From an optimization exercise on the open Yosys and OpenROAD flow, aimed at small area, a short achievable clock period and few clock cycles per item; shortcuts taken in it are not production practice.
Only simulation tests tie the RTL to the original design; equivalence was not proved.

// yx_sha256
module yx_sha256 (
  input  wire         clk,
  input  wire         rst,       
  input  wire         start,
  input  wire         first,
  input  wire [511:0] block,     
  output wire         ready,
  output reg          done,
  output wire [255:0] digest     
);
export LEC_CHECK = 0
export CAP_MARGIN = 20
export CORE_MARGIN = 2
export CORE_UTILIZATION = 55
export CTS_BUF_LIST = sky130_fd_sc_hd__clkbuf_16
export CTS_CLUSTER_DIAMETER = 70
export CTS_CLUSTER_SIZE = 20
export SETUP_SLACK_MARGIN = 3.7
export SLEW_MARGIN = 20
create_clock -name core_clock -period 8.0 [get_ports {clk}]
standard.sh (not shown) runs the stock make flow with config.mk's settings and CLKGATE_MAP_FILE= SYNTH_SCRIPT=/design/flow/synth_recipe.tcl, a recipe that flattens the netlist after the stock synthesis.
==> flow/flow/run.sh <==
#!/bin/bash
set -euo pipefail
export BUFFER_PORTS_ARGS="-buffer_cell sky130_fd_sc_hd__buf_1"
bash standard.sh > standard_flow.log 2>&1
The starting point passed the timing, DRC and antenna checks.
Testbench counts at the start, summed over its fixed seeds: cycles 50,528, blocks 789.
Change:
Settings changed: SETUP_SLACK_MARGIN 3.7 to 3.4.
Final area went down by 1.2%.
Die area is unchanged.
Clock-buffer cell count went up by 7.
Via count went up by 1.4%.
Worst setup slack degrades by 0.18 ns.
Global-route usage went down by 0.18 points.
First-iteration DRC count went up by 15%.
Worst hold slack barely changes.
Non-clock buffer count went down by 57.
Fmax went down by 4.0%.
Change:
Settings changed: CORE_UTILIZATION 55 to 40, SETUP_SLACK_MARGIN 3.4 to 3.7.
=>
- clock skew increases by 0.044 ns
- utilization decreases by 15 points
- worst setup slack gets worse by 0.019 ns
- wire length increases by 12%
- final cell count increases by about 7%
- non-clock buffer count increases by 137
- register-to-register slack gets worse by 0.02 ns
Change:
Settings changed: CORE_UTILIZATION 40 to 55, SETUP_SLACK_MARGIN 3.7 to 4.0.
=> First-iteration DRC count goes up by about 18%. Sequential share of layout area goes up by 0.19 points. Design area goes down by about 0.33%. Routed wire length goes down by about 7%. Setup slack improved by 0.17 ns. Clock skew goes down by 0.036 ns. Non-clock buffer count goes up by 43. Die area goes down by 27%. Global-route usage goes up by 9.4 points. Critical path depth goes up by 1.


yx_sha256, a different RTL version from the one above (not shown whole).
Size: ~1100 flip-flops, roughly 770 I/O pins.
Settings: LEC_CHECK=0, CAP_MARGIN=20, CORE_MARGIN=2, CORE_UTILIZATION=40, SETUP_SLACK_MARGIN=3.5, SLEW_MARGIN=20; clock period 8.0 ns.
run.sh (not shown) runs the stock make flow with config.mk's settings and CLKGATE_MAP_FILE= SYNTH_SCRIPT=/design/flow/synth_recipe.tcl, a recipe that flattens the netlist after the stock synthesis.
Stock flow here: none of the scripts above is used.
The baseline completed without violations.
Testbench counts at the start, summed over its fixed seeds: cycles 50,512, blocks 789.
Next try:
==> flow/flow/run.sh (new file) <==
#!/bin/bash
set -euo pipefail
export BUFFER_PORTS_ARGS="-buffer_cell sky130_fd_sc_hd__buf_1"
bash standard.sh > standard_flow.log 2>&1
==> flow/standard.sh (new file) <==
#!/bin/bash
# synth_recipe.tcl (not shown) runs the flow's synth.tcl, then flattens the netlist and writes it again
# the make line also repeats each setting of config.mk as NAME=value (left out here)
make -C /OpenROAD-flow-scripts/flow DESIGN_CONFIG=/design/flow/config.mk WORK_HOME=/design/flow/orfs CLKGATE_MAP_FILE= SYNTH_SCRIPT=/design/flow/synth_recipe.tcl "${@:-finish}"
removed: flow/run.sh
Result: Final cell count barely changes; via count decreases by 0.87%; critical path depth went down by 2; hold slack got worse by 0.027 ns; sequential cell count is unchanged; worst setup slack is worse by 0.070 ns.


The RTL this note starts from:
==> flow/design.v <==
module yx_sha256 (
  input  wire         clk,
  input  wire         rst,       
  input  wire         start,
  input  wire         first,
  input  wire [511:0] block,     
  output wire         ready,
  output reg          done,
  output wire [255:0] digest     
);
  localparam [31:0] IV0 = 32'h6a09e667, IV1 = 32'hbb67ae85,
                    IV2 = 32'h3c6ef372, IV3 = 32'ha54ff53a,
                    IV4 = 32'h510e527f, IV5 = 32'h9b05688c,
                    IV6 = 32'h1f83d9ab, IV7 = 32'h5be0cd19;
  function [31:0] rotr(input [31:0] x, input integer n);
    rotr = (x >> n) | (x << (32 - n));
  endfunction
  function [31:0] csa_s(input [31:0] x, input [31:0] y, input [31:0] z);
    csa_s = x ^ y ^ z;
  endfunction
  function [31:0] csa_c(input [31:0] x, input [31:0] y, input [31:0] z);
    csa_c = ((x & y) | (x & z) | (y & z)) << 1;
  endfunction
  function [31:0] ks_add(input [31:0] x, input [31:0] y);
    reg [31:0] gg, pp, gn, pn;
    integer i, k;
    begin
      gg = x & y;
      pp = x ^ y;
      for (k = 1; k < 32; k = k * 2) begin
        for (i = 0; i < 32; i = i + 1) begin
          if (i >= k) begin
            gn[i] = gg[i] | (pp[i] & gg[i-k]);
            pn[i] = pp[i] & pp[i-k];
          end else begin
            gn[i] = gg[i];
            pn[i] = pp[i];
          end
        end
        gg = gn;
        pp = pn;
      end
      ks_add = x ^ y ^ {gg[30:0], 1'b0};
    end
  endfunction
  localparam [2047:0] K_ALL = {
    32'h428a2f98, 32'h71374491, 32'hb5c0fbcf, 32'he9b5dba5,
    32'h3956c25b, 32'h59f111f1, 32'h923f82a4, 32'hab1c5ed5,
    32'hd807aa98, 32'h12835b01, 32'h243185be, 32'h550c7dc3,
    32'h72be5d74, 32'h80deb1fe, 32'h9bdc06a7, 32'hc19bf174,
    32'he49b69c1, 32'hefbe4786, 32'h0fc19dc6, 32'h240ca1cc,
    32'h2de92c6f, 32'h4a7484aa, 32'h5cb0a9dc, 32'h76f988da,
    32'h983e5152, 32'ha831c66d, 32'hb00327c8, 32'hbf597fc7,
    32'hc6e00bf3, 32'hd5a79147, 32'h06ca6351, 32'h14292967,
    32'h27b70a85, 32'h2e1b2138, 32'h4d2c6dfc, 32'h53380d13,
    32'h650a7354, 32'h766a0abb, 32'h81c2c92e, 32'h92722c85,
    32'ha2bfe8a1, 32'ha81a664b, 32'hc24b8b70, 32'hc76c51a3,
    32'hd192e819, 32'hd6990624, 32'hf40e3585, 32'h106aa070,
    32'h19a4c116, 32'h1e376c08, 32'h2748774c, 32'h34b0bcb5,
    32'h391c0cb3, 32'h4ed8aa4a, 32'h5b9cca4f, 32'h682e6ff3,
    32'h748f82ee, 32'h78a5636f, 32'h84c87814, 32'h8cc70208,
    32'h90befffa, 32'ha4506ceb, 32'hbef9a3f7, 32'hc67178f2
  };
  reg         ebusy;                       
  reg         ei, ei_iv, ei_h;             
  reg         er61, er62, er63;            
  reg  [5:0]  kidx;                        
  reg  [31:0] e, f, g;                     
  reg  [31:0] p, q;                        
  reg  [31:0] kq;                          
  reg  [31:0] kw;                          
  reg  [31:0] t1;                          
  reg  [31:0] w [0:14];                    
  reg  [31:0] w15s, w15c;                  
  reg         pi, pi_iv, pi_h;             
  reg         pa_iv, pa_h;                 
  reg         ai, ai_iv, ai_h;             
  reg         al61, al62, al63;            
  reg  [31:0] a, b, c;                     
  reg         fst;                         
  reg  [31:0] h0, h1, h2, h3, h4, h5, h6, h7;
  wire idle = ~ebusy & ~ei;
  assign ready  = idle | er62;
  assign digest = {h0, h1, h2, h3, h4, h5, h6, h7};
  wire accept = start & ready;
  wire [31:0] big_s1 = rotr(e, 6) ^ rotr(e, 11) ^ rotr(e, 25);
  wire [31:0] ch     = (e & f) ^ (~e & g);
  wire [31:0] e_s1 = csa_s(p, ch, big_s1),   e_c1 = csa_c(p, ch, big_s1);
  wire [31:0] t_s1 = csa_s(q, ch, big_s1),   t_c1 = csa_c(q, ch, big_s1);
  wire [31:0] e_rnd = ks_add(e_s1, e_c1);     
  wire [31:0] t_rnd = ks_add(t_s1, t_c1);     
  wire [31:0] big_s0 = rotr(a, 2) ^ rotr(a, 13) ^ rotr(a, 22);
  wire [31:0] maj    = (a & b) ^ (a & c) ^ (b & c);
  wire [31:0] a_s1 = csa_s(t1, maj, big_s0), a_c1 = csa_c(t1, maj, big_s0);
  wire [31:0] a_rnd = ks_add(a_s1, a_c1);     
  wire [31:0] sel_a = fst ? (al61 ? IV3 : al62 ? IV2 : IV1) : (al61 ? h3 : al62 ? h2 : h1);
  wire [31:0] sel_e = fst ? (er61 ? IV7 : er62 ? IV6 : IV5) : (er61 ? h7 : er62 ? h6 : h5);
  wire [31:0] add_a = sel_a + a;
  wire [31:0] add_e = sel_e + e;
  wire [31:0] base0 = fst ? IV0 : h0;
  wire [31:0] base4 = fst ? IV4 : h4;
  wire [31:0] sml_s0 = rotr(w[1], 7) ^ rotr(w[1], 18) ^ (w[1] >> 3);
  wire [31:0] sml_s1 = rotr(w[14], 17) ^ rotr(w[14], 19) ^ (w[14] >> 10);
  wire [31:0] w_s1   = csa_s(w[0], w[9], sml_s0),  w_c1 = csa_c(w[0], w[9], sml_s0);
  wire [31:0] w_s2   = csa_s(w_s1, w_c1, sml_s1),   w_c2 = csa_c(w_s1, w_c1, sml_s1);
  wire [31:0] w15    = w15s + w15c;
  wire [31:0] op_d  = pi_iv ? IV3 : pi_h ? h3 : pa_iv ? IV2 : pa_h ? h2 : b;
  wire [31:0] op_h  = pi_iv ? IV7 : pi_h ? h7 : g;
  wire [31:0] op_kw = pi ? w[0] : kw;
  wire [31:0] op_q  = pi ? 32'h428a2f98 : er62 ? base0 : 32'd0;
  wire [31:0] op_p  = pi ? 32'h428a2f98 : er62 ? base4 : 32'd0;
  wire [31:0] q_s1  = csa_s(op_h, op_q, op_kw),  q_c1 = csa_c(op_h, op_q, op_kw);
  wire [31:0] p_s1  = csa_s(op_h, op_p, op_kw),  p_c1 = csa_c(op_h, op_p, op_kw);
  wire [31:0] p_s2  = csa_s(p_s1, p_c1, op_d),   p_c2 = csa_c(p_s1, p_c1, op_d);
  wire [31:0] q_nx  = ks_add(q_s1, q_c1);
  wire [31:0] p_nx  = ks_add(p_s2, p_c2);
  wire [5:0]  kidx_nx = accept ? 6'd1 : kidx + 6'd1;
  wire [31:0] kw_nx = kq + w[1];
  wire        rnd_e = ~ei | (er63 & ei_h);     
  wire        rnd_a = ~ai | (al63 & ai_h);     
  wire [31:0] e_alt = ei_iv ? IV4 : h4;
  wire [31:0] f_alt = ei_iv ? IV5 : er63 ? add_e : h5;
  wire [31:0] g_alt = ei_iv ? IV6 : h6;
  wire [31:0] a_alt = ai_iv ? IV0 : h0;
  wire [31:0] b_alt = ai_iv ? IV1 : al63 ? add_a : h1;
  wire [31:0] c_alt = ai_iv ? IV2 : h2;
  integer i;
  always @(posedge clk) begin
    if (rst) begin
      ebusy <= 1'b0;
      ei    <= 1'b0;
      ei_iv <= 1'b0;
      ei_h  <= 1'b0;
      er61  <= 1'b0;
      er62  <= 1'b0;
      er63  <= 1'b0;
      ai    <= 1'b0;
      pi    <= 1'b0;
      pi_iv <= 1'b0;
      pi_h  <= 1'b0;
      pa_iv <= 1'b0;
      pa_h  <= 1'b0;
      ai_iv <= 1'b0;
      ai_h  <= 1'b0;
      al61  <= 1'b0;
      al62  <= 1'b0;
      al63  <= 1'b0;
      done  <= 1'b0;
    end else begin
      ei    <= accept;
      ei_iv <= accept & first;
      ei_h  <= accept & ~first;
      er61  <= ebusy & (kidx == 6'd62);
      er62  <= er61;
      er63  <= er62;
      if (ei)
        ebusy <= 1'b1;
      else if (er63)
        ebusy <= 1'b0;
      ai    <= ei;
      pi_iv <= first & start & ready;
      pi_h  <= ~first & start & ready;
      pi    <= (first & start & ready) | (~first & start & ready);
      pa_iv <= pi_iv;
      pa_h  <= pi_h;
      ai_iv <= ei_iv;
      ai_h  <= ei_h;
      al61  <= er61;
      al62  <= al61;
      al63  <= al62;
      done  <= al63;
    end
  end
  always @(posedge clk) begin
    kidx <= kidx_nx;
    kq   <= K_ALL[2047 - 32*kidx_nx -: 32];
    if (ai) fst <= ai_iv;
    if (er61) h7 <= add_e;
    if (er62) h6 <= add_e;
    if (er63) begin h5 <= add_e; h4 <= e_rnd; end
    if (al61) h3 <= add_a;
    if (al62) h2 <= add_a;
    if (al63) begin h1 <= add_a; h0 <= a_rnd; end
    p  <= p_nx;
    q  <= q_nx;
    kw <= kw_nx;
    t1 <= t_rnd;
    e  <= rnd_e ? e_rnd : e_alt;
    a  <= rnd_a ? a_rnd : a_alt;
    if (ei) begin
      f <= f_alt; g <= g_alt;
    end else begin
      f <= e; g <= f;
    end
    if (ai) begin
      b <= b_alt; c <= c_alt;
    end else begin
      b <= a; c <= b;
    end
    if (ready) begin
      for (i = 0; i < 15; i = i + 1)
        w[i] <= block[511 - 32*i -: 32];
      w15s <= block[31:0];
      w15c <= 32'd0;
    end else begin
      for (i = 0; i < 14; i = i + 1)
        w[i] <= w[i + 1];
      w[14] <= w15;
      w15s  <= w_s2;
      w15c  <= w_c2;
    end
  end
endmodule
Settings: LEC_CHECK=0, CAP_MARGIN=20, CORE_MARGIN=2, CORE_UTILIZATION=55, CTS_BUF_LIST=sky130_fd_sc_hd__clkbuf_16, CTS_CLUSTER_DIAMETER=70, CTS_CLUSTER_SIZE=20, SETUP_SLACK_MARGIN=3.6, SLEW_MARGIN=20; clock period 8.0 ns.
standard.sh (not shown) runs the stock make flow with config.mk's settings and CLKGATE_MAP_FILE= SYNTH_SCRIPT=/design/flow/synth_recipe.tcl, a recipe that flattens the netlist after the stock synthesis.
==> flow/flow/run.sh <==
#!/bin/bash
set -euo pipefail
export BUFFER_PORTS_ARGS="-buffer_cell sky130_fd_sc_hd__buf_1"
bash standard.sh > standard_flow.log 2>&1
The first run finished clean.
Testbench counts at the start, summed over its fixed seeds: cycles 50,528, blocks 789.
Edit:
--- a/flow/config.mk
+++ b/flow/config.mk
@@ -14 +14 @@
-export SETUP_SLACK_MARGIN = 3.6
+export SETUP_SLACK_MARGIN = 3.8
Hold slack got worse by 0.0094 ns.
Via count rose by 0.96%.
Global-route usage rose by 0.66 points.
Non-clock buffer count rose by 73.
Design area rose by 1.9%.
Edit:
--- a/flow/config.mk
+++ b/flow/config.mk
@@ -14 +14 @@
-export SETUP_SLACK_MARGIN = 3.8
+export SETUP_SLACK_MARGIN = 3.7
Effect:
- The changed run completed without violations
- wire length fell by about 1.5%
- final cell count went down by about 0.4%
- global-route usage goes down by 0.52 points

-- re-timing with driven ports --
No port has a modelled driver above. Below, the same layouts with a new extraction and two added sets of constraints.
Step 1, drivers: a clkbuf_16 drives clk and a buf_2 each remaining input, both assumed.
Step 2 times the ports against the registers' clock, not the clock port: input delays grow and output delays shrink by t, the midpoint of the rising clock arrivals with the driver on.
Three values: ideal ports, drivers, drivers and shift; two values: the first two.
run	t, ns	slack for setup (ns)	latest minus earliest clock arrival (ns)
the first run of note 1	0.776	3.598 / 3.598 / 3.222	0.028 / 0.028
the second run of note 1	0.804	3.414 / 3.414 / 2.848	0.027 / 0.028
the third run of note 1	0.838	3.395 / 3.395 / 3.147	0.071 / 0.072
the fourth run of note 1	0.811	3.562 / 3.562 / 3.411	0.038 / 0.038
the first run of note 2	0.834	3.039 / 2.770 / 1.936	0.050 / 0.050
the second run of note 2	0.847	2.969 / 2.969 / 2.258	0.083 / 0.083
the first run of note 3	0.798	3.589 / 3.589 / 3.067	0.032 / 0.032
the second run of note 3	0.792	3.734 / 3.734 / 3.068	0.029 / 0.029
the third run of note 3	0.793	3.687 / 3.687 / 3.084	0.036 / 0.036
After both steps setup and hold are still met in every run listed. For the first run of note 2, which loses most, drivers alone change the setup slack by -0.269 ns; drivers and shift together by -1.103 ns.
